This is an optimization exercise on Yosys and OpenROAD, whose aim is small area, a short achievable clock period and few clock cycles, not a production implementation.
Where RTL was checked, it was by simulation tests only, not by an equivalence proof against the original.
The RTL of run 1 was laid out without a check of its function.

==> design.v <==
module sbg_xor2 (input wire a, input wire b, output wire y);
    assign y = a ^ b;
endmodule
module sbg_xnor2 (input wire a, input wire b, output wire y);
    assign y = ~(a ^ b);
endmodule
module sbg_nand2 (input wire a, input wire b, output wire y);
    assign y = ~(a & b);
endmodule
module sbg_nand2b (input wire an, input wire b, output wire y);
    assign y = ~(~an & b);
endmodule
module sbg_aoi222 (input wire a, input wire b, input wire c, input wire d,
                   input wire e, input wire f, output wire y);
    assign y = ~((a & b) | (c & d) | (e & f));
endmodule
module xor8 (input wire [7:0] a, input wire [7:0] b, output wire [7:0] y);
    genvar i;
    generate
        for (i = 0; i < 8; i = i + 1) begin : g
            sbg_xor2 u (.a(a[i]), .b(b[i]), .y(y[i]));
        end
    endgenerate
endmodule
module xtime8 (input wire [7:0] a, output wire [7:0] y);
    assign y[0] = a[7];
    sbg_xor2 u1 (.a(a[0]), .b(a[7]), .y(y[1]));
    assign y[2] = a[1];
    sbg_xor2 u3 (.a(a[2]), .b(a[7]), .y(y[3]));
    sbg_xor2 u4 (.a(a[3]), .b(a[7]), .y(y[4]));
    assign y[7:5] = a[6:4];
endmodule
module sbg_aoi22 (input wire a, input wire b, input wire c, input wire d, output wire y);
    assign y = ~((a & b) | (c & d));
endmodule
module sbg_mux2 (input wire a, input wire b, input wire s, output wire y);
    assign y = s ? b : a;
endmodule
module sbg_ao22 (input wire a, input wire b, input wire c, input wire d, output wire y);
    assign y = (a & b) | (c & d);
endmodule
module aes_sbox (
    input  wire [7:0] a,
    output wire [7:0] y
);
    wire U0 = a[7], U1 = a[6], U2 = a[5], U3 = a[4];
    wire U4 = a[3], U5 = a[2], U6 = a[1], U7 = a[0];
    wire T1, T2, T3, T4, T5, T6, T7, T8, T9, T10, T11, T12;
    wire T13, T14, T15, T16, T17, T18, T19, T20, T21, T22, T23, T24;
    wire T25, T26, T27, M1, M2, M3, M4, M5, M6, M7, M8, M9;
    wire M10, M11, M12, M13, M14, M15, M16, M17, M18, M19, M20, M21;
    wire M22, M23, M24, M25, M26, M27, M28, M29, M30, M31, M32, M33;
    wire M34, M35, M36, M37, M38, M39, M40, F1, F2, F3, F4, F5;
    wire F6, F7, F8, F9, F10, F11, F12, F13, F14, F15, F16, F17;
    wire F18, F19, F20, F21, F22, F23, F24, F25, F26, F27, F28, F29;
    wire F30, P0_0, P0_1, P0_2, P0_3, Q0_0, Q0_1, P1_0, P1_1, P1_2, P1_3, Q1_0;
    wire Q1_1, P2_0, P2_1, P2_2, P2_3, Q2_0, Q2_1, P3_0, P3_1, P3_2, P3_3, Q3_0;
    wire Q3_1, P4_0, P4_1, P4_2, P4_3, Q4_0, Q4_1, P5_0, P5_1, P5_2, P5_3, Q5_0;
    wire Q5_1, P6_0, P6_1, P6_2, P6_3, Q6_0, Q6_1, P7_0, P7_1, P7_2, P7_3, Q7_0;
    wire Q7_1;
    sbg_xor2 g_T1 (.a(U0), .b(U3), .y(T1));
    sbg_xor2 g_T2 (.a(U0), .b(U5), .y(T2));
    sbg_xor2 g_T3 (.a(U0), .b(U6), .y(T3));
    sbg_xor2 g_T4 (.a(U3), .b(U5), .y(T4));
    sbg_xor2 g_T5 (.a(U4), .b(U6), .y(T5));
    sbg_xor2 g_T6 (.a(T1), .b(T5), .y(T6));
    sbg_xor2 g_T7 (.a(U1), .b(U2), .y(T7));
    sbg_xor2 g_T8 (.a(U7), .b(T6), .y(T8));
    sbg_xor2 g_T9 (.a(U7), .b(T7), .y(T9));
    sbg_xor2 g_T10 (.a(T6), .b(T7), .y(T10));
    sbg_xor2 g_T11 (.a(U1), .b(U5), .y(T11));
    sbg_xor2 g_T12 (.a(U2), .b(U5), .y(T12));
    sbg_xor2 g_T13 (.a(T3), .b(T4), .y(T13));
    sbg_xor2 g_T14 (.a(T6), .b(T11), .y(T14));
    sbg_xor2 g_T15 (.a(T5), .b(T11), .y(T15));
    sbg_xor2 g_T16 (.a(T5), .b(T12), .y(T16));
    sbg_xor2 g_T17 (.a(T9), .b(T16), .y(T17));
    sbg_xor2 g_T18 (.a(U3), .b(U7), .y(T18));
    sbg_xor2 g_T19 (.a(T7), .b(T18), .y(T19));
    sbg_xor2 g_T20 (.a(T1), .b(T19), .y(T20));
    sbg_xor2 g_T21 (.a(U6), .b(U7), .y(T21));
    sbg_xor2 g_T22 (.a(T7), .b(T21), .y(T22));
    sbg_xor2 g_T23 (.a(T2), .b(T22), .y(T23));
    sbg_xor2 g_T24 (.a(T2), .b(T10), .y(T24));
    sbg_xor2 g_T25 (.a(T20), .b(T17), .y(T25));
    sbg_xor2 g_T26 (.a(T3), .b(T16), .y(T26));
    sbg_xor2 g_T27 (.a(T1), .b(T12), .y(T27));
    sbg_nand2 g_M1 (.a(T13), .b(T6), .y(M1));
    sbg_nand2 g_M2 (.a(T23), .b(T8), .y(M2));
    sbg_xnor2 g_M3 (.a(T14), .b(M1), .y(M3));
    sbg_nand2 g_M4 (.a(T19), .b(U7), .y(M4));
    sbg_xor2 g_M5 (.a(M4), .b(M1), .y(M5));
    sbg_nand2 g_M6 (.a(T3), .b(T16), .y(M6));
    sbg_nand2 g_M7 (.a(T22), .b(T9), .y(M7));
    sbg_xnor2 g_M8 (.a(T26), .b(M6), .y(M8));
    sbg_nand2 g_M9 (.a(T20), .b(T17), .y(M9));
    sbg_xor2 g_M10 (.a(M9), .b(M6), .y(M10));
    sbg_nand2 g_M11 (.a(T1), .b(T15), .y(M11));
    sbg_nand2 g_M12 (.a(T4), .b(T27), .y(M12));
    sbg_xor2 g_M13 (.a(M12), .b(M11), .y(M13));
    sbg_nand2 g_M14 (.a(T2), .b(T10), .y(M14));
    sbg_xor2 g_M15 (.a(M14), .b(M11), .y(M15));
    sbg_xnor2 g_M16 (.a(M3), .b(M2), .y(M16));
    sbg_xor2 g_M17 (.a(M5), .b(T24), .y(M17));
    sbg_xnor2 g_M18 (.a(M8), .b(M7), .y(M18));
    sbg_xor2 g_M19 (.a(M10), .b(M15), .y(M19));
    sbg_xor2 g_M20 (.a(M16), .b(M13), .y(M20));
    sbg_xor2 g_M21 (.a(M17), .b(M15), .y(M21));
    sbg_xor2 g_M22 (.a(M18), .b(M13), .y(M22));
    sbg_xor2 g_M23 (.a(M19), .b(T25), .y(M23));
    sbg_xor2 g_M24 (.a(M22), .b(M23), .y(M24));
    sbg_nand2 g_M25 (.a(M22), .b(M20), .y(M25));
    sbg_xnor2 g_M26 (.a(M21), .b(M25), .y(M26));
    sbg_xor2 g_M27 (.a(M20), .b(M21), .y(M27));
    sbg_xnor2 g_M28 (.a(M23), .b(M25), .y(M28));
    sbg_nand2 g_M29 (.a(M28), .b(M27), .y(M29));
    sbg_nand2 g_M30 (.a(M26), .b(M24), .y(M30));
    sbg_nand2 g_M31 (.a(M20), .b(M23), .y(M31));
    sbg_nand2b g_M32 (.an(M31), .b(M27), .y(M32));
    sbg_xnor2 g_M33 (.a(M27), .b(M25), .y(M33));
    sbg_nand2 g_M34 (.a(M21), .b(M22), .y(M34));
    sbg_nand2b g_M35 (.an(M34), .b(M24), .y(M35));
    sbg_xnor2 g_M36 (.a(M24), .b(M25), .y(M36));
    sbg_xnor2 g_M37 (.a(M21), .b(M29), .y(M37));
    sbg_xnor2 g_M38 (.a(M32), .b(M33), .y(M38));
    sbg_xnor2 g_M39 (.a(M23), .b(M30), .y(M39));
    sbg_xnor2 g_M40 (.a(M35), .b(M36), .y(M40));
    sbg_xor2 g_F1 (.a(U0), .b(U2), .y(F1));
    sbg_xor2 g_F2 (.a(U1), .b(U3), .y(F2));
    sbg_xor2 g_F3 (.a(U2), .b(U3), .y(F3));
    sbg_xor2 g_F4 (.a(U0), .b(U4), .y(F4));
    sbg_xor2 g_F5 (.a(U0), .b(F2), .y(F5));
    sbg_xor2 g_F6 (.a(T7), .b(F4), .y(F6));
    sbg_xor2 g_F7 (.a(U1), .b(T12), .y(F7));
    sbg_xor2 g_F8 (.a(T2), .b(T7), .y(F8));
    sbg_xor2 g_F9 (.a(T5), .b(F1), .y(F9));
    sbg_xor2 g_F10 (.a(T5), .b(F2), .y(F10));
    sbg_xor2 g_F11 (.a(T2), .b(T5), .y(F11));
    sbg_xor2 g_F12 (.a(U7), .b(T11), .y(F12));
    sbg_xor2 g_F13 (.a(U3), .b(T21), .y(F13));
    sbg_xor2 g_F14 (.a(T12), .b(T21), .y(F14));
    sbg_xor2 g_F15 (.a(T4), .b(F6), .y(F15));
    sbg_xor2 g_F16 (.a(T6), .b(F6), .y(F16));
    sbg_xor2 g_F17 (.a(U0), .b(F10), .y(F17));
    sbg_xor2 g_F18 (.a(T6), .b(F7), .y(F18));
    sbg_xor2 g_F19 (.a(U7), .b(F5), .y(F19));
    sbg_xor2 g_F20 (.a(U5), .b(T19), .y(F20));
    sbg_xor2 g_F21 (.a(T6), .b(F14), .y(F21));
    sbg_xor2 g_F22 (.a(F10), .b(F14), .y(F22));
    sbg_xor2 g_F23 (.a(T9), .b(F9), .y(F23));
    sbg_xor2 g_F24 (.a(U7), .b(F10), .y(F24));
    sbg_xor2 g_F25 (.a(T19), .b(F9), .y(F25));
    sbg_xor2 g_F26 (.a(U1), .b(F14), .y(F26));
    sbg_xor2 g_F27 (.a(U7), .b(T13), .y(F27));
    sbg_xor2 g_F28 (.a(T9), .b(F11), .y(F28));
    sbg_xor2 g_F29 (.a(F10), .b(F12), .y(F29));
    sbg_xor2 g_F30 (.a(U0), .b(F22), .y(F30));
    sbg_nand2 g_P0_0 (.a(M37), .b(F26), .y(P0_0));
    sbg_nand2 g_P0_1 (.a(M38), .b(F25), .y(P0_1));
    sbg_nand2 g_P0_2 (.a(M39), .b(F29), .y(P0_2));
    sbg_nand2 g_P0_3 (.a(M40), .b(F11), .y(P0_3));
    sbg_xor2 g_Q0_0 (.a(P0_0), .b(P0_1), .y(Q0_0));
    sbg_xor2 g_Q0_1 (.a(P0_2), .b(P0_3), .y(Q0_1));
    sbg_xnor2 g_y0 (.a(Q0_0), .b(Q0_1), .y(y[0]));
    sbg_nand2 g_P1_0 (.a(M37), .b(F30), .y(P1_0));
    sbg_nand2 g_P1_1 (.a(M38), .b(F17), .y(P1_1));
    sbg_nand2 g_P1_2 (.a(M39), .b(F3), .y(P1_2));
    sbg_nand2 g_P1_3 (.a(M40), .b(F10), .y(P1_3));
    sbg_xor2 g_Q1_0 (.a(P1_0), .b(P1_1), .y(Q1_0));
    sbg_xor2 g_Q1_1 (.a(P1_2), .b(P1_3), .y(Q1_1));
    sbg_xnor2 g_y1 (.a(Q1_0), .b(Q1_1), .y(y[1]));
    sbg_nand2 g_P2_0 (.a(M37), .b(F22), .y(P2_0));
    sbg_nand2 g_P2_1 (.a(M38), .b(F27), .y(P2_1));
    sbg_nand2 g_P2_2 (.a(M39), .b(F17), .y(P2_2));
    sbg_nand2 g_P2_3 (.a(M40), .b(F14), .y(P2_3));
    sbg_xor2 g_Q2_0 (.a(P2_0), .b(P2_1), .y(Q2_0));
    sbg_xor2 g_Q2_1 (.a(P2_2), .b(P2_3), .y(Q2_1));
    sbg_xor2 g_y2 (.a(Q2_0), .b(Q2_1), .y(y[2]));
    sbg_nand2 g_P3_0 (.a(M37), .b(F23), .y(P3_0));
    sbg_nand2 g_P3_1 (.a(M38), .b(F20), .y(P3_1));
    sbg_nand2 g_P3_2 (.a(M39), .b(F13), .y(P3_2));
    sbg_nand2 g_P3_3 (.a(M40), .b(F18), .y(P3_3));
    sbg_xor2 g_Q3_0 (.a(P3_0), .b(P3_1), .y(Q3_0));
    sbg_xor2 g_Q3_1 (.a(P3_2), .b(P3_3), .y(Q3_1));
    sbg_xor2 g_y3 (.a(Q3_0), .b(Q3_1), .y(y[3]));
    sbg_nand2 g_P4_0 (.a(M37), .b(F9), .y(P4_0));
    sbg_nand2 g_P4_1 (.a(M38), .b(F24), .y(P4_1));
    sbg_nand2 g_P4_2 (.a(M39), .b(F4), .y(P4_2));
    sbg_nand2 g_P4_3 (.a(M40), .b(F7), .y(P4_3));
    sbg_xor2 g_Q4_0 (.a(P4_0), .b(P4_1), .y(Q4_0));
    sbg_xor2 g_Q4_1 (.a(P4_2), .b(P4_3), .y(Q4_1));
    sbg_xor2 g_y4 (.a(Q4_0), .b(Q4_1), .y(y[4]));
    sbg_nand2 g_P5_0 (.a(M37), .b(F21), .y(P5_0));
    sbg_nand2 g_P5_1 (.a(M38), .b(F15), .y(P5_1));
    sbg_nand2 g_P5_2 (.a(M39), .b(F12), .y(P5_2));
    sbg_nand2 g_P5_3 (.a(M40), .b(F8), .y(P5_3));
    sbg_xor2 g_Q5_0 (.a(P5_0), .b(P5_1), .y(Q5_0));
    sbg_xor2 g_Q5_1 (.a(P5_2), .b(P5_3), .y(Q5_1));
    sbg_xnor2 g_y5 (.a(Q5_0), .b(Q5_1), .y(y[5]));
    sbg_nand2 g_P6_0 (.a(M37), .b(T24), .y(P6_0));
    sbg_nand2 g_P6_1 (.a(M38), .b(F1), .y(P6_1));
    sbg_nand2 g_P6_2 (.a(M39), .b(F16), .y(P6_2));
    sbg_nand2 g_P6_3 (.a(M40), .b(F5), .y(P6_3));
    sbg_xor2 g_Q6_0 (.a(P6_0), .b(P6_1), .y(Q6_0));
    sbg_xor2 g_Q6_1 (.a(P6_2), .b(P6_3), .y(Q6_1));
    sbg_xnor2 g_y6 (.a(Q6_0), .b(Q6_1), .y(y[6]));
    sbg_nand2 g_P7_0 (.a(M37), .b(F2), .y(P7_0));
    sbg_nand2 g_P7_1 (.a(M38), .b(F28), .y(P7_1));
    sbg_nand2 g_P7_2 (.a(M39), .b(F6), .y(P7_2));
    sbg_nand2 g_P7_3 (.a(M40), .b(F19), .y(P7_3));
    sbg_xor2 g_Q7_0 (.a(P7_0), .b(P7_1), .y(Q7_0));
    sbg_xor2 g_Q7_1 (.a(P7_2), .b(P7_3), .y(Q7_1));
    sbg_xor2 g_y7 (.a(Q7_0), .b(Q7_1), .y(y[7]));
endmodule
module ite_cmac (
    input  wire         clk,
    input  wire         rst,
    output reg          ready,
    input  wire         key_load,
    input  wire [255:0] key,
    output reg          kcv_valid,
    output wire [23:0]  kcv,
    input  wire         msg_start,
    input  wire [15:0]  tenant,
    input  wire [15:0]  ns,
    input  wire [63:0]  lba,
    input  wire [31:0]  zgen,
    input  wire [31:0]  key_id,
    input  wire         blk_valid,
    output reg          blk_ready,
    input  wire [127:0] blk_data,
    output reg          tag_valid,
    output wire [127:0] tag
);
    localparam [1:0] K_L   = 2'd0,     
                     K_KCV = 2'd1,     
                     K_MSG = 2'd2;     
    reg          busy;         
    reg          waiting;      
    reg          kstart;       
    reg          kcap;         
    reg          k1start;      
    reg  [1:0]   kind;
    reg  [3:0]   rnd;          
    reg          last;         
    reg  [8:0]   blk;          
    reg  [127:0] state;        
    reg  [255:0] key_r;        
    reg  [255:0] kw;           
    reg  [127:0] k1;           
    reg  [31:0]  kid;          
    function [7:0] xtime;
        input [7:0] b;
        xtime = {b[6:0], 1'b0} ^ (b[7] ? 8'h1b : 8'h00);
    endfunction
    function [15:0] le16;
        input [15:0] v;
        le16 = {v[7:0], v[15:8]};
    endfunction
    function [31:0] le32;
        input [31:0] v;
        le32 = {v[7:0], v[15:8], v[23:16], v[31:24]};
    endfunction
    function [63:0] le64;
        input [63:0] v;
        le64 = {le32(v[31:0]), le32(v[63:32])};
    endfunction
    genvar g;
    wire [31:0] kw_last = kw[31:0];
    wire [31:0] kw_sub;
    aes_sbox u_ks0 (.a(kw_last[31:24]), .y(kw_sub[31:24]));
    aes_sbox u_ks1 (.a(kw_last[23:16]), .y(kw_sub[23:16]));
    aes_sbox u_ks2 (.a(kw_last[15:8]),  .y(kw_sub[15:8]));
    aes_sbox u_ks3 (.a(kw_last[7:0]),   .y(kw_sub[7:0]));
    reg [7:0] rcon;
    always @(*) begin
        case (rnd[3:1])
            3'd0:    rcon = 8'h01;    
            3'd1:    rcon = 8'h02;    
            3'd2:    rcon = 8'h04;
            3'd3:    rcon = 8'h08;
            3'd4:    rcon = 8'h10;
            3'd5:    rcon = 8'h20;
            default: rcon = 8'h40;    
        endcase
    end
    wire [31:0] kt  = rnd[0] ? ({kw_sub[23:0], kw_sub[31:24]} ^ {rcon, 24'h0}) : kw_sub;
    wire [31:0] p1  = kw[255:224] ^ kw[223:192];
    wire [31:0] p2  = p1 ^ kw[191:160];
    wire [31:0] p3  = p2 ^ kw[159:128];
    wire [127:0] kw_nx;
    generate
        for (g = 0; g < 32; g = g + 1) begin : g_nw
            sbg_xor2 u_n0 (.a(kw[224+g]), .b(kt[g]), .y(kw_nx[96+g]));
            sbg_xor2 u_n1 (.a(p1[g]),     .b(kt[g]), .y(kw_nx[64+g]));
            sbg_xor2 u_n2 (.a(p2[g]),     .b(kt[g]), .y(kw_nx[32+g]));
            sbg_xor2 u_n3 (.a(p3[g]),     .b(kt[g]), .y(kw_nx[g]));
        end
    endgenerate
    wire [127:0] rk_cur = kw[127:0];
    wire [127:0] rk0    = key_r[255:128];
    wire [127:0] sb;
    generate
        for (g = 0; g < 16; g = g + 1) begin : g_sb
            aes_sbox u_sb (.a(state[127-8*g -: 8]), .y(sb[127-8*g -: 8]));
        end
    endgenerate
    wire [127:0] sr;
    genvar c, r;
    generate
        for (c = 0; c < 4; c = c + 1) begin : g_sr_c
            for (r = 0; r < 4; r = r + 1) begin : g_sr_r
                assign sr[127-8*(4*c+r) -: 8] = sb[127-8*(4*((c+r)%4)+r) -: 8];
            end
        end
    endgenerate
    wire [127:0] mc;
    generate
        for (c = 0; c < 4; c = c + 1) begin : g_mc
            wire [7:0] a0 = sr[127-32*c    -: 8];
            wire [7:0] a1 = sr[127-32*c-8  -: 8];
            wire [7:0] a2 = sr[127-32*c-16 -: 8];
            wire [7:0] a3 = sr[127-32*c-24 -: 8];
            wire [7:0] s01, s12, s23, s30, u0, u1, u2, u3, x0, x1, x2, x3;
            xor8   u_s01 (.a(a0), .b(a1), .y(s01));
            xor8   u_s12 (.a(a1), .b(a2), .y(s12));
            xor8   u_s23 (.a(a2), .b(a3), .y(s23));
            xor8   u_s30 (.a(a3), .b(a0), .y(s30));
            xor8   u_u0  (.a(a1), .b(s23), .y(u0));
            xor8   u_u1  (.a(a2), .b(s30), .y(u1));
            xor8   u_u2  (.a(a3), .b(s01), .y(u2));
            xor8   u_u3  (.a(a0), .b(s12), .y(u3));
            xtime8 u_x0  (.a(s01), .y(x0));
            xtime8 u_x1  (.a(s12), .y(x1));
            xtime8 u_x2  (.a(s23), .y(x2));
            xtime8 u_x3  (.a(s30), .y(x3));
            xor8   u_m0  (.a(u0), .b(x0), .y(mc[127-32*c    -: 8]));
            xor8   u_m1  (.a(u1), .b(x1), .y(mc[127-32*c-8  -: 8]));
            xor8   u_m2  (.a(u2), .b(x2), .y(mc[127-32*c-16 -: 8]));
            xor8   u_m3  (.a(u3), .b(x3), .y(mc[127-32*c-24 -: 8]));
        end
    endgenerate
    wire [127:0] hdr0 = {le16(tenant), le16(ns), le64(lba), le32(zgen)};
    wire [127:0] hdr1 = {le32(kid), 96'h0};
    wire msg_blk_end = busy && last && (kind == K_MSG);
    wire want_data   = waiting || (msg_blk_end && (blk != 9'd0) && (blk != 9'd257));
    wire take_data   = want_data && blk_valid;
    wire take_hdr1   = msg_blk_end && (blk == 9'd0);
    wire take_hdr0   = ready && !key_load && msg_start;
    wire last_data   = (blk == 9'd256);    
    wire         x_en   = ready || take_hdr1 || want_data || kstart || k1start;
    wire         k1_sel = k1start || (want_data && last_data);
    wire         w_en   = !want_data || blk_valid;
    wire         sel_mc = busy && !last;
    wire         sel_sr = busy && last;
    wire [127:0] n_rk, n_rk0, n_k1, n_in, w_1, w_x, n_w, z_add;
    wire [127:0] y_n, state_nx;
    generate
        for (g = 0; g < 128; g = g + 1) begin : g_nx
            sbg_nand2 u_a (.a(busy),   .b(rk_cur[g]), .y(n_rk[g]));
            sbg_nand2 u_b (.a(x_en),   .b(rk0[g]),    .y(n_rk0[g]));
            sbg_nand2 u_c (.a(k1_sel), .b(k1[g]),     .y(n_k1[g]));
            sbg_xor2  u_w1 (.a(n_rk0[g]), .b(n_k1[g]), .y(w_1[g]));
            if (g >= 96) begin : g_h1
                sbg_aoi222 u_d (.a(ready), .b(hdr0[g]), .c(want_data), .d(blk_data[g]),
                                .e(take_hdr1), .f(hdr1[g]), .y(n_in[g]));
                sbg_xnor2  u_w2 (.a(w_1[g]), .b(n_in[g]), .y(w_x[g]));
            end else begin : g_h0
                sbg_ao22   u_d (.a(ready), .b(hdr0[g]), .c(want_data), .d(blk_data[g]),
                                .y(n_in[g]));
                sbg_xor2   u_w2 (.a(w_1[g]), .b(n_in[g]), .y(w_x[g]));
            end
            sbg_nand2  u_g (.a(w_en), .b(w_x[g]), .y(n_w[g]));
            sbg_xor2   u_z (.a(n_rk[g]), .b(n_w[g]), .y(z_add[g]));
            sbg_aoi222 u_y (.a(sel_mc), .b(mc[g]), .c(sel_sr), .d(sr[g]),
                            .e(waiting), .f(state[g]), .y(y_n[g]));
            sbg_xnor2  u_n (.a(y_n[g]), .b(z_add[g]), .y(state_nx[g]));
        end
    endgenerate
    wire kw_reload = !busy || last;
    wire kw_keep   = !kw_reload;
    wire [127:0] L_dbl = {state[126:0], 1'b0} ^ (state[127] ? 128'h87 : 128'h0);
    wire [255:0] kw_in = {kw[127:0], kw_nx};
    wire [255:0] kw_d;
    generate
        for (g = 0; g < 256; g = g + 1) begin : g_kw
            sbg_ao22 u_m (.a(kw_in[g]), .b(kw_keep), .c(key_r[g]), .d(kw_reload), .y(kw_d[g]));
        end
    endgenerate
    assign tag = state;
    assign kcv = {state[111:104], state[119:112], state[127:120]};
    always @(posedge clk) begin
        state <= state_nx;
        kw    <= kw_d;
        if (ready && key_load) key_r <= key;
        if (ready) kid <= key_id;
        if (kcap) k1 <= L_dbl;
    end
    always @(posedge clk) begin
        if (rst) begin
            ready     <= 1'b1;
            busy      <= 1'b0;
            waiting   <= 1'b0;
            kstart    <= 1'b0;
            kcap      <= 1'b0;
            k1start   <= 1'b0;
            kind      <= K_L;
            rnd       <= 4'd1;
            last      <= 1'b0;
            blk       <= 9'd0;
            blk_ready <= 1'b0;
            kcv_valid <= 1'b0;
            tag_valid <= 1'b0;
        end else begin
            kcv_valid <= 1'b0;
            tag_valid <= 1'b0;
            kstart    <= 1'b0;
            kcap      <= 1'b0;
            k1start   <= kcap;
            if (ready && key_load) begin
                ready  <= 1'b0;
                kstart <= 1'b1;
            end else if (take_hdr0) begin
                ready <= 1'b0;
                busy  <= 1'b1;
                kind  <= K_MSG;
                blk   <= 9'd0;
                rnd   <= 4'd1;
                last  <= 1'b0;
            end
            if (kstart || k1start) begin
                busy <= 1'b1;
                kind <= kstart ? K_L : K_KCV;
                rnd  <= 4'd1;
                last <= 1'b0;
            end
            if (waiting && blk_valid) begin
                waiting   <= 1'b0;
                blk       <= blk + 9'd1;
                blk_ready <= 1'b0;
                busy      <= 1'b1;
                rnd       <= 4'd1;
                last      <= 1'b0;
            end
            if (busy) begin
                if (!last) begin
                    rnd  <= rnd + 4'd1;
                    last <= (rnd == 4'd13);
                    if (rnd == 4'd13 && kind == K_MSG && blk != 9'd0 && blk != 9'd257)
                        blk_ready <= 1'b1;
                end else begin
                    rnd  <= 4'd1;
                    last <= 1'b0;
                    case (kind)
                        K_L: begin
                            busy <= 1'b0;
                            kcap <= 1'b1;
                        end
                        K_KCV: begin
                            busy      <= 1'b0;
                            kcv_valid <= 1'b1;
                            ready     <= 1'b1;
                        end
                        default: begin
                            if (blk == 9'd257) begin
                                busy      <= 1'b0;
                                tag_valid <= 1'b1;
                                ready     <= 1'b1;
                            end else begin
                                if (blk == 9'd0) begin
                                    blk <= 9'd1;
                                end else if (blk_valid) begin
                                    blk       <= blk + 9'd1;
                                    blk_ready <= 1'b0;
                                end else begin
                                    busy    <= 1'b0;
                                    waiting <= 1'b1;
                                end
                            end
                        end
                    endcase
                end
            end
        end
    end
endmodule
==> flow/run.sh <==
#!/bin/bash
set -o pipefail
export BUFFER_PORTS_ARGS="-buffer_cell sky130_fd_sc_hd__buf_1"
bash standard.sh finish > standard_flow.log 2>&1
status=$?
echo "standard.sh exit status $status"
exit $status
==> standard.sh <==
#!/bin/bash
# synth_recipe.tcl (not shown) runs the flow's synth.tcl, then flattens the netlist and writes it again
# the make line also repeats each setting of config.mk as NAME=value (left out here)
make -C /OpenROAD-flow-scripts/flow DESIGN_CONFIG=/design/flow/config.mk WORK_HOME=/design/flow/orfs CLKGATE_MAP_FILE= SYNTH_SCRIPT=/design/flow/synth_recipe.tcl "${@:-finish}"
==> config.mk <==
export PLATFORM = sky130hd
export DESIGN_NAME = ite_cmac
export DESIGN_NICKNAME = ite_cmac
export VERILOG_FILES = /design/flow/design.v
export SDC_FILE = /design/flow/constraint.sdc
export NUM_CORES = 4
export LEC_CHECK = 0
export CAP_MARGIN = 20
export CELL_PAD_IN_SITES_DETAIL_PLACEMENT = 0
export CELL_PAD_IN_SITES_GLOBAL_PLACEMENT = 0
export CORE_MARGIN = 2
export CORE_UTILIZATION = 50
export PLACE_DENSITY = 0.65
export SETUP_SLACK_MARGIN = 5.0
export SLEW_MARGIN = 20
export SYNTH_HIERARCHICAL = 1
==> constraint.sdc <==
create_clock -name core_clock -period 10.0 [get_ports {clk}]
set_input_delay 2.0000 -clock core_clock [delete_from_list [all_inputs] [get_ports {clk}]]
set_output_delay 2.0000 -clock core_clock [all_outputs]
set_load 0.01 [all_outputs]
==> impl_metrics.toml, run 1 <==
[outcome]
status = "finished clean"

[finish]
drive_above_1_share_pct = 31.6
fill_cells = 8198
layout.nets = 8737
area_delta_synth_final_pct = 45.2
final_area_mm2 = 0.0911

[timing]
period_minus_slack_ps = 5660
finalHoldViolations = 0
fmax_mhz = 177
rsz0062_at_grt = "true"
finalClockSkew_ps = 49.4
holdWs_ps = 453
worst_slack_ps = 4340
post-route-period-util_pct = 56.6
worst_pin_slew_ps = 1310
finalMaxSlewViolations = 0
setup_viol = 0
tns_ps = 0
timing.slew.headroom_pct = 12.6

[clock_tree]
insertion_delay_ps = 790
clkSinkCount = 825
hold_buffers = 0
h-tree-depth = 3
cts_buffer_depth = 3
numCtsBuffers = 99
cts_root_buf = "clkbuf_16"
cts_tree = "done"
path_clk_slew_ps = 60

[worst_hold_path]
holdCritPathClass = "reg -> reg"

[synth]
ys_ff_latch = 825
yosys_warnings = 7
synth_nets = 7073
async_flop_share_pct = 0
synth-edff-count = 416
ys.flop_type = "edfxtp_1"
ys_types = 53
yosysTopAreaCell = "xor2_1"
syn_avg_cell_area_um2 = 9.63
yosysMostFrequentCell = "xor2_1"
syn-cell-area_mm2 = 0.0628
ys_top_cells_by_count = "2,796 x xor2_1, 1,447 x nand2_1, 487 x xnor2_1, 416 x edfxtp_1, 409 x dfxtp_1"
synth_top_area_share_pct = 39.0
ys_top_cells_by_area = "xor2_1 39%, edfxtp_1 20%, dfxtp_1 13%, nand2_1 8.7%, xnor2_1 6.8%"
syn_inst = 6519
ys_seq_area_share_pct = 33.0

[critical_path]
path_class = "reg -> reg"
cpMostUsedCell = "xor2_1"
critPathMaxFanout = 8
endpoint_kind = "flip-flop"
cp.arrival_ps = 6330
cpPeakStageDelay_ps = 480
cp.required_ps = 10670
start_kind = "flip-flop"
critPathSlowestCell = "dfxtp_4"
crit_chain = "xor2_1 -> xor2_1 -> nand2_1 -> xnor2_1 -> xnor2_1 -> xor2_1 -> buf_4 -> xor2_2 -> buf_4 -> xnor2_2 -> xnor2_4 -> nand2_1 -> xor2_2 -> xor2_2 -> xor2_2 -> xor2_1 -> xor2_1 -> a222oi_1 -> xnor2_1"

[drt]
post-route-drc-count = 0
routed_wl_mm = 268
drtIter0Drc = 8102
drt_pass1_iterations = 13
vias_per_cell = 5.71
via_count = 56600
wl_per_cell_um = 27.0
final_antenna_net_count = 0

[placed_design]
gp_congestion = 0.986
io_buffers = 704
dp_slack_ps = 3290
dp_hpwl_mm = 174
placed_cell_area_mm2 = 0.0670

[global_route]
grt.met3_usage_pct = 5.94
grt_max_degree = 182
grt_first_pass_wirelength_mm = 340
busiest_layer = "met2"
grt.overflow.total = 0
grt_pass1_vias = 50500
antenna_found_initial = 11
use_met1_pct = 50.0
grtUsageMet2_pct = 55.4
track_usage_pct = 36.1

[run]
maxCapViolCount = 0

[floorplanning]
ios = 705
core-area_mm2 = 0.124
die_x_um = 358
rows = 129
dieArea_mm2 = 0.128
die_height_um = 358
start_util_pct = 50.6

[power]
cells by family (layout without fill, tap and decap cells):
family | count (synthesis) | after routing | synth area share [%]
buffers and inverters | 253 | 2003 | 2.90
multiplexers | 27 | 27 | 0.480
XOR/XNOR | 3283 | 3283 | 45.8
flip-flops | 825 | 825 | 33.0
adder cells (fa/ha/maj) | 5 | 5 | 0.0997
AND/OR/NAND/NOR | 1563 | 1563 | 9.78
other | 0 | 3 | 0
AO/OA/AOI/OAI | 563 | 563 | 7.97
routing by layer:
metal,vias to the layer above,part of all wire [%]
met5,-,0.0041
met4,2,6.9
met3,830,11
met2,3806,45
met1,27900,38
li1,24100,-
Yosys stat by module (local to each module, per instance), excerpt:
module	cells	area [um^2]	flip-flops and latches	times used
sbg_nand2b	1	6.26	0	40
sbg_xor2	1	8.76	0	2692
sbg_aoi222	1	10.0	0	160
sbg_ao22	1	8.76	0	352
sbg_xnor2	1	8.76	0	480
sbg_nand2	1	3.75	0	1432
ite_cmac	1283	24100	825	1
xtime8	5	37.5	0	16
cell type report:
class / count / area, um^2 / area share (%)
Timing Repair Buffer: 1804 / 12200 / 13.3
Clock buffer: 140 / 2780 / 3.06
Tap cell: 1637 / 2050 / 2.25
Antenna cell: 3 / 7.51 / 0.00824
Sequential cell: 825 / 21200 / 23.2
Inverter: 12 / 60.1 / 0.0659
Clock inverter: 47 / 448 / 0.492
Multi-Input combinational cell: 5441 / 52500 / 57.6
state kept, by name, indices dropped and copies added, names as in the netlist:
signal and cells:
busy 1, kid 32, kcv_valid 1, kw 256, tag_valid 1, last 1, kcap 1, kstart 1
ready 1, k1 128, k1start 1, key_r 256, blk_ready 1, waiting 1, blk 9, rnd 4
kind 2, state 128
cells in the final DEF (no fill, tap or decap), types with 9 or more instances in the layout:
cell / instances
nand2_2: 97
o21ai_0: 10
inv_1: 9
clkbuf_16: 101
xor2_1: 1976
nand2_4: 16
buf_1: 704
xnor2_4: 89
clkbuf_1: 28
nand2b_1: 36
clkinv_2: 18
edfxtp_1: 416
buf_4: 949
nor2_1: 22
xor2_4: 247
nor3_1: 9
xnor2_1: 271
a21oi_1: 12
clkbuf_8: 11
mux2_4: 18
dfxtp_2: 31
dfxtp_1: 263
a222oi_1: 160
dfxtp_4: 115
xor2_2: 573
nand2_1: 1332
buf_12: 78
a22o_1: 352
xnor2_2: 127
buf_6: 67
path summary, 6_finish.rpt:
| check | depth (start not counted) | startpoint | slack [ps] | endpoint |
|---|---|---|---|---|
| worst max-delay path | 19 | state[98] | 4340 | state[92] |
| worst min-delay path | 1 | key_r[82] | 450 | kw[82] |
| worst max register to register | 19 | state[98] | 4340 | state[92] |
| worst min register to register | 1 | key_r[82] | 450 | kw[82] |
metrics by stage:
stage               utilization, %  cells
global placement              53.9   8681
finish                        73.4   9909
global route                  73.4   9907
CTS                           63.5   9228
floorplan                        -   6519
detailed placement            53.9   8681
timing repair:
item,4_1_cts,5_1_grt
setup buffers,360,678
gates resized for setup,833,990
pin swaps,210,587
endpoints found under the setup margin,256,256
worst max-delay path: cells and delay by family (launching register included):
kind / cells / cell delay, ps
XOR/XNOR: 14 / 3830
AND/OR/NAND/NOR: 2 / 500
flip-flops: 1 / 480
AO/OA/AOI/OAI: 1 / 410
buffers and inverters: 2 / 330
==> run 2, diff against run 1 <==
--- a/design.v
+++ b/design.v
@@ -212,6 +212,9 @@
     sbg_xor2 g_Q7_1 (.a(P7_2), .b(P7_3), .y(Q7_1));
     sbg_xor2 g_y7 (.a(Q7_0), .b(Q7_1), .y(y[7]));
 endmodule
+module sbg_a21oi (input wire a, input wire b, input wire c, output wire y);
+    assign y = ~((a & b) | c);
+endmodule
 module ite_cmac (
     input  wire         clk,
     input  wire         rst,
@@ -354,7 +357,7 @@
     wire         sel_mc = busy && !last;
     wire         sel_sr = busy && last;
     wire [127:0] n_rk, n_rk0, n_k1, n_in, w_1, w_x, n_w, z_add;
-    wire [127:0] y_n, state_nx;
+    wire [127:0] y_t, y_n, state_nx;
     generate
         for (g = 0; g < 128; g = g + 1) begin : g_nx
             sbg_nand2 u_a (.a(busy),   .b(rk_cur[g]), .y(n_rk[g]));
@@ -372,8 +375,8 @@
             end
             sbg_nand2  u_g (.a(w_en), .b(w_x[g]), .y(n_w[g]));
             sbg_xor2   u_z (.a(n_rk[g]), .b(n_w[g]), .y(z_add[g]));
-            sbg_aoi222 u_y (.a(sel_mc), .b(mc[g]), .c(sel_sr), .d(sr[g]),
-                            .e(waiting), .f(state[g]), .y(y_n[g]));
+            sbg_ao22   u_t (.a(sel_sr), .b(sr[g]), .c(waiting), .d(state[g]), .y(y_t[g]));
+            sbg_a21oi  u_y (.a(sel_mc), .b(mc[g]), .c(y_t[g]), .y(y_n[g]));
             sbg_xnor2  u_n (.a(y_n[g]), .b(z_add[g]), .y(state_nx[g]));
         end
     endgenerate
--- a/config.mk
+++ b/config.mk
@@ -11,6 +11,6 @@
 export CORE_MARGIN = 2
 export CORE_UTILIZATION = 50
 export PLACE_DENSITY = 0.65
-export SETUP_SLACK_MARGIN = 5.0
+export SETUP_SLACK_MARGIN = 4.7
 export SLEW_MARGIN = 20
 export SYNTH_HIERARCHICAL = 1
==> run 2 against run 1 <==
Still clean. Fmax rose by 7.0%. Count of clock-buffer cells in the layout fell by 12. Area after synthesis rose by 1.5%. Global-route usage fell by 1.1 points. Non-clock buffer count fell by 723. Hold slack barely moved. Sequential share of layout area rose by 3.3 points. Cell count fell by 5.9%. Synthesized cell count rose by 2.0%. Critical path type unchanged. Largest cell class unchanged.
==> impl_metrics.toml, run 2 <==
[critical_path]
critPathSlowestCell = "dfxtp_4"
endpoint_kind = "flip-flop"
cpMostUsedCell = "xor2_1"
path_class = "reg -> reg"
cp.arrival_ps = 5900
cp.required_ps = 10610
start_kind = "flip-flop"
critPathMaxFanout = 12
crit_chain = "xor2_1 -> xor2_2 -> xor2_1 -> nand2_1 -> xor2_1 -> xor2_1 -> xor2_2 -> xor2_2 -> xnor2_1 -> xnor2_4 -> nand2_1 -> xor2_1 -> xor2_2 -> xor2_1 -> xor2_1 -> xor2_1 -> a21oi_2 -> xnor2_1"
cpPeakStageDelay_ps = 510

[placed_design]
gp_congestion = 0.972
placed_cell_area_mm2 = 0.0674
dp_hpwl_mm = 174
io_buffers = 704

[clock_tree]
cts_tree = "done"
clkSinkCount = 825
path_clk_slew_ps = 60
h-tree-depth = 3
cts_buffer_depth = 3
numCtsBuffers = 95
hold_buffers = 0
cts_root_buf = "clkbuf_16"
insertion_delay_ps = 750

[finish]
fill_cells = 10500
drive_above_1_share_pct = 17.3
layout.nets = 8139
layout_commonest_cell = "xor2_1"
layout_common_cells = "2,434 x xor2_1, 1,444 x nand2_1, 704 x buf_1"
area_delta_synth_final_pct = 24.3
reg.largest.list = "key_r x256, kw x256"
final_area_mm2 = 0.0792

[synth]
async_flop_share_pct = 0
yosysTopAreaCell = "xor2_1"
ys.flop_type = "edfxtp_1"
yosysMostFrequentCell = "xor2_1"
ys_top_cells_by_count = "2,796 x xor2_1, 1,447 x nand2_1, 487 x xnor2_1, 480 x a22o_1, 416 x edfxtp_1"
ys_types = 54
syn-cell-area_mm2 = 0.0637
synth_top_area_share_pct = 38.4
ys_seq_area_share_pct = 32.5
yosys_warnings = 7
syn_inst = 6647
ys_top_cells_by_area = "xor2_1 38%, edfxtp_1 20%, dfxtp_1 13%, nand2_1 8.5%, xnor2_1 6.7%"
ys_ff_latch = 825
syn_avg_cell_area_um2 = 9.59
synth-edff-count = 416
synth_nets = 7201

[global_route]
grt.overflow.total = 0
grt_first_pass_wirelength_mm = 336
grt_max_degree = 202
grt_pass1_vias = 48700
antenna_found_initial = 10
track_usage_pct = 35.0

[floorplanning]
die_height_um = 361
rows = 130
core-area_mm2 = 0.126
ios = 705
die_x_um = 361
start_util_pct = 50.5
dieArea_mm2 = 0.130

[timing]
rsz0062_at_grt = "true"
period_minus_slack_ps = 5280
finalClockSkew_ps = 32.1
tns_ps = 0
post-route-period-util_pct = 52.8
setup_viol = 0
worst_pin_slew_ps = 1090
finalHoldViolations = 0
timing.slew.headroom_pct = 27.4
fmax_mhz = 189
finalMaxSlewViolations = 0

[drt]
wl_per_cell_um = 25.7
drt_pass1_iterations = 7
drtIter0Drc = 4969
via_count = 51400
post-route-drc-count = 0
routed_wl_mm = 239
final_antenna_net_count = 0
vias_per_cell = 5.52

[outcome]
status = "finished clean"

[worst_hold_path]
holdCritPathClass = "reg -> reg"

[run]
maxCapViolCount = 0
-- run 2: cell count changes after synthesis, sizes merged --
| cell | delta |
|---|---|
| a21oi | +128 |
| a222oi | -128 |
| a22o | +128 |
-- run 2: cell type report --
class | count | area (um^2) | area share (%)
inverters | 12 | 73.8 | 0.0932
multi-input cells | 5570 | 47100 | 59.5
diodes | 2 | 5.00 | 0.00632
flip-flops and latches | 825 | 21000 | 26.5
clock buffers | 128 | 2640 | 3.34
repair buffers | 1081 | 5770 | 7.28
clock inverters | 52 | 543 | 0.686
well taps | 1650 | 2060 | 2.61
-- run 2: modules after synthesis, one instance, submodules excluded, excerpt --
module | times used | cells inside | area, um^2
xtime8 | 16 | 5 | 37.5
sbg_a21oi | 128 | 1 | 8.76
sbg_xor2 | 2692 | 1 | 8.76
sbg_nand2b | 40 | 1 | 6.26
sbg_nand2 | 1432 | 1 | 3.75
ite_cmac | 1 | 1283 | 24100
sbg_xnor2 | 480 | 1 | 8.76
sbg_aoi222 | 32 | 1 | 10.0
sbg_ao22 | 480 | 1 | 8.76
-- run 2: per-layer routing --
metal	GRT usage, %	share of wire (%)
met1	48.8	42
met2	52.6	44
met3	6.40	8.7
met4	15.7	5.3
met5	0	0.0092
-- run 2: critical path: cells and delay by family (launching register included) --
kind	cells	cell delay, ps
compound gates	1	100
xor+xnor	15	4300
flops	1	510
simple gates	2	220
-- run 2: kinds of logic after synthesis --
group | share of synthesized area, %
flip-flops | 32.5
buffers and inverters | 2.86
AO/OA/AOI/OAI | 9.36
XOR/XNOR | 45.1
multiplexers | 0.473
adder cells (fa/ha/maj) | 0.0982
AND/OR/NAND/NOR | 9.63
-- run 2: final timing paths --
| kind | startpoint | to | slack [ps] | cells after the start |
|---|---|---|---|---|
| hold reg to reg | key_r[55] | kw[55] | 450 | 1 |
| hold / removal | key_r[55] | kw[55] | 450 | 1 |
| setup / recovery | state[56] | state[42] | 4720 | 18 |
| setup reg to reg | state[56] | state[42] | 4720 | 18 |
-- run 2: what timing repair did --
item	in CTS	in global routing
gates resized for setup	565	306
pin swaps	59	132
setup buffers	74	222
setup endpoints to repair	256	255
gates cloned	0	1
-- run 2: per-stage QoR --
step	setup slack [ps]	utilization, %	hold WS [ps]	instances
after global routing	4560	62.8	457	9318
after CTS	4600	59.6	449	9094
after floorplan	4770	-	436	6647
after detailed placement	2720	53.5	440	8840
after global placement	2490	53.5	440	8840
final	4720	62.8	453	9320
Testbench counts of run 2, summed over its fixed seeds: cycles 115,872.
==> run 3, diff against run 2 <==
--- a/config.mk
+++ b/config.mk
@@ -11,6 +11,7 @@
 export CORE_MARGIN = 2
 export CORE_UTILIZATION = 50
 export PLACE_DENSITY = 0.65
-export SETUP_SLACK_MARGIN = 4.7
+export SETUP_SLACK_MARGIN = 4.5
 export SLEW_MARGIN = 20
 export SYNTH_HIERARCHICAL = 1
+export TNS_END_PERCENT = 10
==> run 3 against run 2 <==
Critical path depth increased by 1. Area after synthesis unchanged. Cell count decreased by 2.3%. First-iteration DRC count decreased by 6.9%. Utilization decreased by 2.7 points. Setup slack got worse by 230 ps.
==> impl_metrics.toml, run 3 <==
[outcome]
status = "finished clean"

[synth]
yosysTopAreaCell = "xor2_1"
async_flop_share_pct = 0
syn_avg_cell_area_um2 = 9.59
yosys_warnings = 7
syn_inst = 6647
ys_ff_latch = 825
ys_seq_area_share_pct = 32.5
ys_top_cells_by_area = "xor2_1 38%, edfxtp_1 20%, dfxtp_1 13%, nand2_1 8.5%, xnor2_1 6.7%"
ys_types = 54
synth-edff-count = 416
ys_top_cells_by_count = "2,796 x xor2_1, 1,447 x nand2_1, 487 x xnor2_1, 480 x a22o_1, 416 x edfxtp_1"
yosysMostFrequentCell = "xor2_1"
synth_top_area_share_pct = 38.4
synth_nets = 7201
ys.flop_type = "edfxtp_1"
syn-cell-area_mm2 = 0.0637

[clock_tree]
cts_root_buf = "clkbuf_16"
cts_buffer_depth = 3
h-tree-depth = 3
numCtsBuffers = 95
cts_tree = "done"
clkSinkCount = 825
hold_buffers = 0
insertion_delay_ps = 730
path_clk_slew_ps = 60

[critical_path]
cp.arrival_ps = 6100
cpPeakStageDelay_ps = 570
crit_chain = "xor2_2 -> xor2_2 -> buf_4 -> xor2_1 -> xnor2_1 -> xnor2_1 -> xor2_1 -> nand2_1 -> xnor2_1 -> nand2_1 -> xnor2_2 -> nand2_1 -> xor2_1 -> xnor2_1 -> xor2_1 -> xor2_1 -> xor2_2 -> a21oi_2 -> xnor2_1"
crit_family = "XOR/XNOR gates"
crit_buf_inv = 1
path_class = "reg -> reg"
critPathMaxFanout = 11
critPathSlowestCell = "dfxtp_2"
start_kind = "flip-flop"
endpoint_kind = "flip-flop"
cp.required_ps = 10580

[timing]
finalHoldViolations = 0
timing.slew.headroom_pct = 24.2
period_minus_slack_ps = 5510
finalMaxSlewViolations = 0
rsz0062_at_grt = "true"
setup_viol = 0
finalClockSkew_ps = 29.6
fmax_mhz = 181
worst_pin_slew_ps = 1140
post-route-period-util_pct = 55.1
tns_ps = 0

[finish]
regArea_mm2 = 0.0208
multi_input_area_mm2 = 0.0456
area_delta_synth_final_pct = 18.9
fill_cells = 10900
drive_above_1_share_pct = 13.1
layout.nets = 7924
reg.largest.list = "key_r x256, kw x256"
layout_commonest_cell = "xor2_1"
layout_common_cells = "2,531 x xor2_1, 1,446 x nand2_1, 704 x buf_1"

[placed_design]
dp_hpwl_mm = 176
io_buffers = 704
gp_congestion = 0.962

[global_route]
grt_max_degree = 138
track_usage_pct = 34.6
grt_pass1_vias = 48600
antenna_found_initial = 8
grt.overflow.total = 0
grt_first_pass_wirelength_mm = 333

[drt]
post-route-drc-count = 0
vias_per_cell = 5.52
final_antenna_net_count = 0
drtIter0Drc = 4628
wl_per_cell_um = 25.7
drt_pass1_iterations = 8
via_count = 50300
routed_wl_mm = 234

[floorplanning]
die_x_um = 361
core-area_mm2 = 0.126
dieArea_mm2 = 0.130
rows = 130
start_util_pct = 50.5
ios = 705
die_height_um = 361

[worst_hold_path]
holdCritPathClass = "reg -> reg"

[run]
maxCapViolCount = 0
-- run 3: changes by cell type in the layout (fill, tap and decap cells not counted), moves of 5 or more --
| cell | before | now |
|---|---|---|
| buf_6 | 10 | 2 |
| dfxtp_1 | 292 | 306 |
| xor2_2 | 259 | 191 |
| xnor2_2 | 74 | 81 |
| dfxtp_4 | 59 | 16 |
| xor2_4 | 103 | 74 |
| xnor2_4 | 70 | 46 |
| buf_4 | 346 | 152 |
| clkinv_2 | 18 | 12 |
| dfxtp_2 | 58 | 87 |
| buf_12 | 20 | 9 |
| xnor2_1 | 343 | 360 |
| clkbuf_1 | 21 | 26 |
| xor2_1 | 2434 | 2531 |
-- run 3: per-module statistics from Yosys, one instance, submodules excluded, a selection --
module,times used,flops+latches,cells inside
ite_cmac,1,825,1283
sbg_a21oi,128,0,1
sbg_ao22,480,0,1
sbg_aoi222,32,0,1
sbg_nand2,1432,0,1
sbg_nand2b,40,0,1
sbg_xnor2,480,0,1
sbg_xor2,2692,0,1
xtime8,16,0,5
-- run 3: cells by family (layout without fill, tap and decap cells) --
group | Yosys count | count (layout) | share of synthesized area [%]
other cells | 0 | 3 | 0
flops | 825 | 825 | 32.5
simple gates | 1563 | 1563 | 9.63
compound gates | 691 | 691 | 9.36
mux | 27 | 27 | 0.473
xor+xnor | 3283 | 3283 | 45.1
buf+inv | 253 | 1058 | 2.86
fa+ha+maj | 5 | 5 | 0.0982
-- run 3: layer usage --
metal / part of all wire (%) / GRT usage [%] / routed length (um)
met1: 43 / 47.3 / 99900
met2: 44 / 53.5 / 104000
met3: 8.0 / 6.29 / 18700
met4: 5.1 / 15.1 / 12000
met5: 0.012 / 0 / 27
-- run 3: worst paths after layout --
check,depth (start not counted),to,slack [ps],from
max,19,state[46],4490,state[63]
min,1,kw[46],450,key_r[46]
max reg2reg,19,state[46],4490,state[63]
min reg2reg,1,kw[46],450,key_r[46]
-- run 3: layout make-up --
cell class | instances | share of cell area [%]
well taps | 1650 | 2.73
flip-flops and latches | 825 | 27.5
clock buffers | 135 | 3.57
repair buffers | 867 | 5.26
inverters | 12 | 0.0842
diodes | 3 | 0.00991
clock inverters | 44 | 0.613
multi-input cells | 5569 | 60.2
-- run 3: metrics by stage --
| step | hold WS, ps | cells | worst slack (ps) | instance area, um^2 | util (%) |
|---|---|---|---|---|---|
| after floorplan | 436 | 6647 | 4400 | 63700 | - |
| after global placement | 438 | 8827 | 2470 | 67300 | 53.4 |
| after detailed placement | 441 | 8828 | 2610 | 67300 | 53.4 |
| after CTS | 449 | 9031 | 4290 | 73100 | 58.0 |
| after global routing | 470 | 9102 | 4290 | 75700 | 60.1 |
| final | 449 | 9105 | 4490 | 75800 | 60.1 |
-- run 3: what timing repair did --
action / 4_1_cts / 5_1_grt
pin swaps: 19 / 56
setup buffers: 24 / 71
gates resized for setup: 362 / 268
setup endpoints to repair: 256 / 255
==> run 4, diff against run 3 <==
--- a/config.mk
+++ b/config.mk
@@ -10,8 +10,9 @@
 export CELL_PAD_IN_SITES_GLOBAL_PLACEMENT = 0
 export CORE_MARGIN = 2
 export CORE_UTILIZATION = 50
+export CTS_CLUSTER_DIAMETER = 80
+export CTS_CLUSTER_SIZE = 30
 export PLACE_DENSITY = 0.65
 export SETUP_SLACK_MARGIN = 4.5
 export SLEW_MARGIN = 20
 export SYNTH_HIERARCHICAL = 1
-export TNS_END_PERCENT = 10
==> run 4 against run 3 <==
Still clean. Die area is the same. Cell area up 0.39%. Non-clock buffer count is 63 higher. Register-to-register slack better by 170 ps. Critical path depth decreased by 1. Count of clock-buffer cells in the layout down 74. Cell count fell by 0.12%. Via count fell by 0.62%. Hold slack gained 14 ps. Critical path type unchanged. Largest cell class unchanged.
==> impl_metrics.toml, run 4 <==
[synth]
ys_types = 54
synth_top_area_share_pct = 38.4
yosysMostFrequentCell = "xor2_1"
syn_inst = 6647
yosys_warnings = 7
ys_ff_latch = 825
ys.flop_type = "edfxtp_1"
ys_top_cells_by_area = "xor2_1 38%, edfxtp_1 20%, dfxtp_1 13%, nand2_1 8.5%, xnor2_1 6.7%"
async_flop_share_pct = 0
syn_avg_cell_area_um2 = 9.59
yosysTopAreaCell = "xor2_1"
ys_seq_area_share_pct = 32.5
syn-cell-area_mm2 = 0.0637
ys_top_cells_by_count = "2,796 x xor2_1, 1,447 x nand2_1, 487 x xnor2_1, 480 x a22o_1, 416 x edfxtp_1"
synth_nets = 7201
synth-edff-count = 416

[critical_path]
cp.required_ps = 10590
regToRegSetupSlack_ps = 4650
r2r-start = "state[62]"
cp.arrival_ps = 5940
path_class = "reg -> reg"
r2r_cells = 18
reg2reg_to = "state[44]"
start_kind = "flip-flop"
endpoint_kind = "flip-flop"
critPathMaxFanout = 8

[floorplanning]
die_x_um = 361
start_util_pct = 50.5
rows = 130
ios = 705
die_height_um = 361
core-area_mm2 = 0.126
dieArea_mm2 = 0.130

[clock_tree]
cts_tree = "done"
clkSinkCount = 825
insertion_delay_ps = 720
cts_buffer_depth = 3
path_clk_slew_ps = 100
cts_root_buf = "clkbuf_16"
h-tree-depth = 2
numCtsBuffers = 56
hold_buffers = 0

[timing]
tns_ps = 0
fmax_mhz = 187
worst_pin_slew_ps = 1140
holdWs_ps = 462
post-route-period-util_pct = 53.5
finalClockSkew_ps = 49.1
finalHoldViolations = 0
finalMaxSlewViolations = 0
timing.slew.headroom_pct = 23.9
period_minus_slack_ps = 5350
worst_slack_ps = 4650
rsz0062_at_grt = "true"
setup_viol = 0

[global_route]
grt_max_degree = 202
grt_pass1_vias = 47900
antenna_found_initial = 12
track_usage_pct = 34.4
grt_first_pass_wirelength_mm = 332
grt.overflow.total = 0

[finish]
drive_above_1_share_pct = 14.0
layout.nets = 7948
area_delta_synth_final_pct = 19.3
reg.largest.list = "key_r x256, kw x256"
layout_common_cells = "2,499 x xor2_1, 1,446 x nand2_1, 704 x buf_1"
layout_commonest_cell = "xor2_1"

[drt]
wl_per_cell_um = 25.6
post-route-drc-count = 0
drt_pass1_iterations = 6
drtIter0Drc = 5128
final_antenna_net_count = 0
routed_wl_mm = 233
vias_per_cell = 5.50
via_count = 50000

[worst_hold_path]
hold_depth = 1
holdCritPathClass = "reg -> reg"
hold_end = "kw[42]"
hp-start = "key_r[42]"

[placed_design]
dp_slack_ps = 2720
dp_hpwl_mm = 174
gp_congestion = 0.972
io_buffers = 704

[run]
maxCapViolCount = 0

[outcome]
status = "finished clean"
-- run 4: cell counts after synthesis --
Identical to the previous run, type by type.
-- run 4: per-stage QoR --
step	cells	util (%)	instance area, um^2
2_1_floorplan	6647	-	63800
3_3_place_gp	8840	53.5	67400
3_5_place_dp	8840	53.5	67400
4_1_cts	8978	58.0	73100
5_1_grt	9092	60.3	76000
6_report	9094	60.3	76000
-- run 4: area by class of cell --
type                            count  area [um^2]
Tap cell                         1650         2060
Sequential cell                   825        20900
Clock inverter                     45          920
Clock buffer                       61         1490
Fill cell                       10800        50000
Inverter                           12         73.8
Antenna cell                        2         5.00
Timing Repair Buffer              930         4500
Multi-Input combinational cell   5569        46100
-- run 4: worst max-delay path by stage --
stage,from,endpoint
floorplan,state[127],state[119]
global placement,state[9],state[76]
detailed placement,state[9],state[76]
CTS,state[91],state[76]
global route,state[37],state[18]
finish,state[62],state[44]
-- run 4: what timing repair did --
| item | 4_1_cts | 5_1_grt |
|---|---|---|
| endpoints found under the hold margin | 0 | 0 |
| buffers inserted | 32 | 114 |
| cloned | 0 | 0 |
| resized for setup | 442 | 268 |
| pin swaps | 29 | 82 |
| setup endpoints to repair | 256 | 253 |
-- run 4: cell families after synthesis --
logic type | Yosys count | share of synthesized area (%)
xor+xnor | 3283 | 45.1
compound gates | 691 | 9.36
mux | 27 | 0.473
simple gates | 1563 | 9.63
buf+inv | 253 | 2.86
flops | 825 | 32.5
fa+ha+maj | 5 | 0.0982
-- run 4: per-module statistics from Yosys (local to each module, per instance), a selection --
module      cell area, um^2  flip-flops and latches  cells inside  times used
sbg_ao22               8.76                       0             1         480
xtime8                 37.5                       0             5          16
sbg_nand2              3.75                       0             1        1432
sbg_a21oi              8.76                       0             1         128
sbg_aoi222             10.0                       0             1          32
sbg_nand2b             6.26                       0             1          40
sbg_xnor2              8.76                       0             1         480
ite_cmac              24100                     825          1283           1
sbg_xor2               8.76                       0             1        2692
-- run 4: critical path: stages (launching register included) --
cell and delay (ps):
dfxtp_2 560, xor2_4 280, xor2_2 350, xor2_1 280, nand2_1 100, xor2_1 230
xor2_1 290, xor2_2 290, xor2_1 300, nand2b_1 190, xnor2_4 350, nand2_1 110
xor2_1 240, xor2_2 340, xor2_1 280, xor2_1 320, xor2_2 410, a21oi_2 120
xnor2_1 150
-- run 4: layer usage --
metal  share of wire [%]  up-vias  wire length, um  track usage [%]
met5               0.012        -               27                0
met4                 5.0        4            11800             15.0
met3                 7.8      317            18100             5.51
met2                  44     2059           102000             52.1
met1                  43    24700           101000             48.5
li1                    -    22900                -                -
==> run 5, diff against run 4 <==
--- a/config.mk
+++ b/config.mk
@@ -10,8 +10,7 @@
 export CELL_PAD_IN_SITES_GLOBAL_PLACEMENT = 0
 export CORE_MARGIN = 2
 export CORE_UTILIZATION = 50
-export CTS_CLUSTER_DIAMETER = 80
-export CTS_CLUSTER_SIZE = 30
+export GPL_TIMING_DRIVEN = 1
 export PLACE_DENSITY = 0.65
 export SETUP_SLACK_MARGIN = 4.5
 export SLEW_MARGIN = 20
==> run 5 against run 4 <==
Fmax is 0.95% lower. Sequential share of layout area decreased by 0.26 points. Setup slack got worse by 51 ps. Wire length up 0.70%. Largest cell class unchanged. Via count up 1.0%. Cell count up 0.82%. Count of clock-buffer cells in the layout increased by 67. Still clean. Flip-flop and latch count is the same. Register-to-register slack worse by 50 ps.
==> impl_metrics.toml, run 5 <==
[synth]
synth-edff-count = 416
synth_top_family_by_area = "XOR/XNOR gates"
synth_top_area_share_pct = 38.4
ys_top_cells_by_count = "2,796 x xor2_1, 1,447 x nand2_1, 487 x xnor2_1, 480 x a22o_1, 416 x edfxtp_1"
ys_ff_latch = 825
synth-compound-area-share_pct = 9.36
ys.flop_type = "edfxtp_1"
syn_inst = 6647
yosys_warnings = 7
ys_top_cells_by_area = "xor2_1 38%, edfxtp_1 20%, dfxtp_1 13%, nand2_1 8.5%, xnor2_1 6.7%"
syn_avg_cell_area_um2 = 9.59
syn-cell-area_mm2 = 0.0637
async_flop_share_pct = 0
synth-xor-area-share_pct = 45.1
synth.area.mux_share_pct = 0.473
ys_seq_area_share_pct = 32.5
ys_types = 54
yosysMostFrequentCell = "xor2_1"
synth-simple-area-share_pct = 9.63
yosysTopAreaCell = "xor2_1"
synth_nets = 7201
synth_fa_ha_area_share_pct = 0.0982

[timing]
finalHoldViolations = 0
worst_pin_slew_ps = 1250
holdWs_ps = 451
finalClockSkew_ps = 34.1
post-route-period-util_pct = 54.0
timing.slew.headroom_pct = 16.5
rsz0062_at_grt = "true"
fmax_mhz = 185
period_minus_slack_ps = 5400
setup_viol = 0
finalMaxSlewViolations = 0
tns_ps = 0
worst_slack_ps = 4600

[clock_tree]
cts_tree = "done"
path_clk_slew_ps = 60
numCtsBuffers = 95
hold_buffers = 0
cts_root_buf = "clkbuf_16"
clkSinkCount = 825
h-tree-depth = 3
cts_buffer_depth = 3
insertion_delay_ps = 740

[global_route]
grt_max_degree = 202
antenna_found_initial = 11
grt_first_pass_wirelength_mm = 334
track_usage_pct = 34.8
grt_pass1_vias = 48400
grt.overflow.total = 0

[critical_path]
cp.arrival_ps = 6000
path_class = "reg -> reg"
critPathSlowestCell = "dfxtp_4"
cpPeakStageDelay_ps = 530
endpoint_kind = "flip-flop"
crit_family = "XOR/XNOR gates"
critPathMaxFanout = 11
start_kind = "flip-flop"
crit_buf_inv = 0
cp.required_ps = 10600
cpMostUsedCell = "xor2_1"
crit_chain = "xor2_4 -> xor2_4 -> xor2_1 -> nand2_1 -> xor2_2 -> xor2_1 -> xor2_2 -> xor2_1 -> nand2b_1 -> xnor2_4 -> nand2_1 -> xor2_1 -> xor2_2 -> xor2_1 -> xor2_1 -> xor2_2 -> a21oi_2 -> xnor2_1"

[drt]
wl_met2_mm = 103
vias_per_cell = 5.51
via_count = 50500
topRoutingLayerUsed = "met5"
final_antenna_net_count = 0
wl_met3_mm = 19.7
drt_pass1_iterations = 9
wl_per_cell_um = 25.6
post-route-drc-count = 0
routed_wl_mm = 235
drtIter0Drc = 4838
met1_length_mm = 100

[floorplanning]
ios = 705
rows = 130
core-area_mm2 = 0.126
dieArea_mm2 = 0.130
die_x_um = 361
start_util_pct = 50.5
die_height_um = 361

[finish]
layout_common_cells = "2,510 x xor2_1, 1,446 x nand2_1, 704 x buf_1"
reg.largest.list = "key_r x256, kw x256"
post-route-util_pct = 60.9
layout.nets = 7988
drive_above_1_share_pct = 14.3
final_cells = 9169
layout_commonest_cell = "xor2_1"
area_delta_synth_final_pct = 20.4

[placed_design]
dp_cells = 8840
io_buffers = 704
dp_slack_ps = 2720
dp_hpwl_mm = 174
gp_congestion = 0.972

[run]
maxCapViolCount = 0

[outcome]
status = "finished clean"

[worst_hold_path]
holdCritPathClass = "reg -> reg"
## run 5: cell types whose count changed in the layout (fill, tap and decap cells not counted), sizes merged
cell,delta
clkbuf,+67
inv,-14
clkinv,+8
bufinv,+7
clkinvlp,+6
buf,+1
## run 5: logic make-up after synthesis
family	count (synthesis)
xor+xnor	3283
simple gates	1563
flops	825
compound gates	691
buf+inv	253
mux	27
fa+ha+maj	5
## run 5: path summary, 6_finish.rpt
path / startpoint / end / slack, ps / depth (start not counted)
setup / recovery: state[23] / state[44] / 4600 / 18
hold / removal: key_r[55] / kw[55] / 450 / 1
setup reg to reg: state[23] / state[44] / 4600 / 18
hold reg to reg: key_r[55] / kw[55] / 450 / 1
## run 5: timing repair
item | 4_1_cts | 5_1_grt
resized for setup | 439 | 253
buffers inserted | 28 | 119
setup endpoints to repair | 256 | 251
pin swaps | 29 | 75
## run 5: stage by stage
step | area [um^2]
floorplan | 63800
global placement | 67400
detailed placement | 67400
CTS | 73800
global route | 76700
finish | 76700
## run 5: final cells by class
type | count | area [um^2]
antenna | 2 | 5.00
clock buffer | 128 | 2640
fill | 10800 | 49300
clock inverter | 52 | 543
sequential | 825 | 20900
multi-input combinational | 5569 | 46000
inverter | 12 | 73.8
timing repair buffer | 931 | 4500
tap | 1650 | 2060
## run 5: worst reg2reg max path, cell delays in order, from the launching register on
cell      delay, ps
dfxtp_4         530
xor2_4          290
xor2_4          350
xor2_1          250
nand2_1         140
xor2_2          260
xor2_1          270
xor2_2          270
xor2_1          310
nand2b_1        190
xnor2_4         340
nand2_1         120
xor2_1          260
xor2_2          300
xor2_1          290
xor2_1          380
xor2_2          410
a21oi_2         130
xnor2_1         150
## run 5: per-module statistics from Yosys, one instance, submodules excluded, a selection
| module | cells | copies in the design | area [um^2] | flip-flops and latches |
|---|---|---|---|---|
| sbg_nand2b | 1 | 40 | 6.26 | 0 |
| sbg_ao22 | 1 | 480 | 8.76 | 0 |
| sbg_aoi222 | 1 | 32 | 10.0 | 0 |
| sbg_nand2 | 1 | 1432 | 3.75 | 0 |
| sbg_xor2 | 1 | 2692 | 8.76 | 0 |
| sbg_xnor2 | 1 | 480 | 8.76 | 0 |
| sbg_a21oi | 1 | 128 | 8.76 | 0 |
| xtime8 | 5 | 16 | 37.5 | 0 |
| ite_cmac | 1283 | 1 | 24100 | 825 |
## run 5: routing by layer
| layer | vias up | GRT usage [%] |
|---|---|---|
| met2 | 2280 | 52.6 |
| met3 | 358 | 6.14 |
| li1 | 23100 | - |
| met1 | 24800 | 48.7 |
| met5 | - | 0 |
| met4 | 4 | 14.8 |

port drivers added, routing unchanged:
In the flow no input, the clock included, has a driving cell. The finished layouts below were timed again as built, in two steps. Step 1, drivers: a clkbuf_16 drives clk and a buf_2 each remaining input, both assumed. Step 2 adds t to the input delays and takes it off the output delays; t is the mean of the earliest and latest rising clock arrival at the registers after step 1. Input paths then give back, and output paths get back, about the clock's delay inside the block. a / b / c = ideal ports / drivers / drivers and shift; a / b = the first two.
run | t (ns) | setup WS [ns] | hold slack, ns | latest minus earliest clock arrival (ns) | worst slew at a driven data input, ns
run 1 | 0.838 | 4.345 / 4.345 / 4.345 | 0.453 / 0.453 / 0.453 | 0.051 / 0.052 | 0.19
run 2 | 0.814 | 4.716 / 4.716 / 4.716 | 0.453 / 0.453 / 0.453 | 0.036 / 0.035 | 0.19
run 3 | 0.795 | 4.486 / 4.486 / 4.486 | 0.449 / 0.449 / 0.449 | 0.030 / 0.030 | 0.20
run 4 | 0.782 | 4.652 / 4.652 / 4.652 | 0.462 / 0.462 / 0.462 | 0.056 / 0.056 | 0.17
run 5 | 0.810 | 4.600 / 4.600 / 4.600 | 0.451 / 0.451 / 0.451 | 0.039 / 0.039 | 0.18
After both steps every run listed still meets setup and hold.
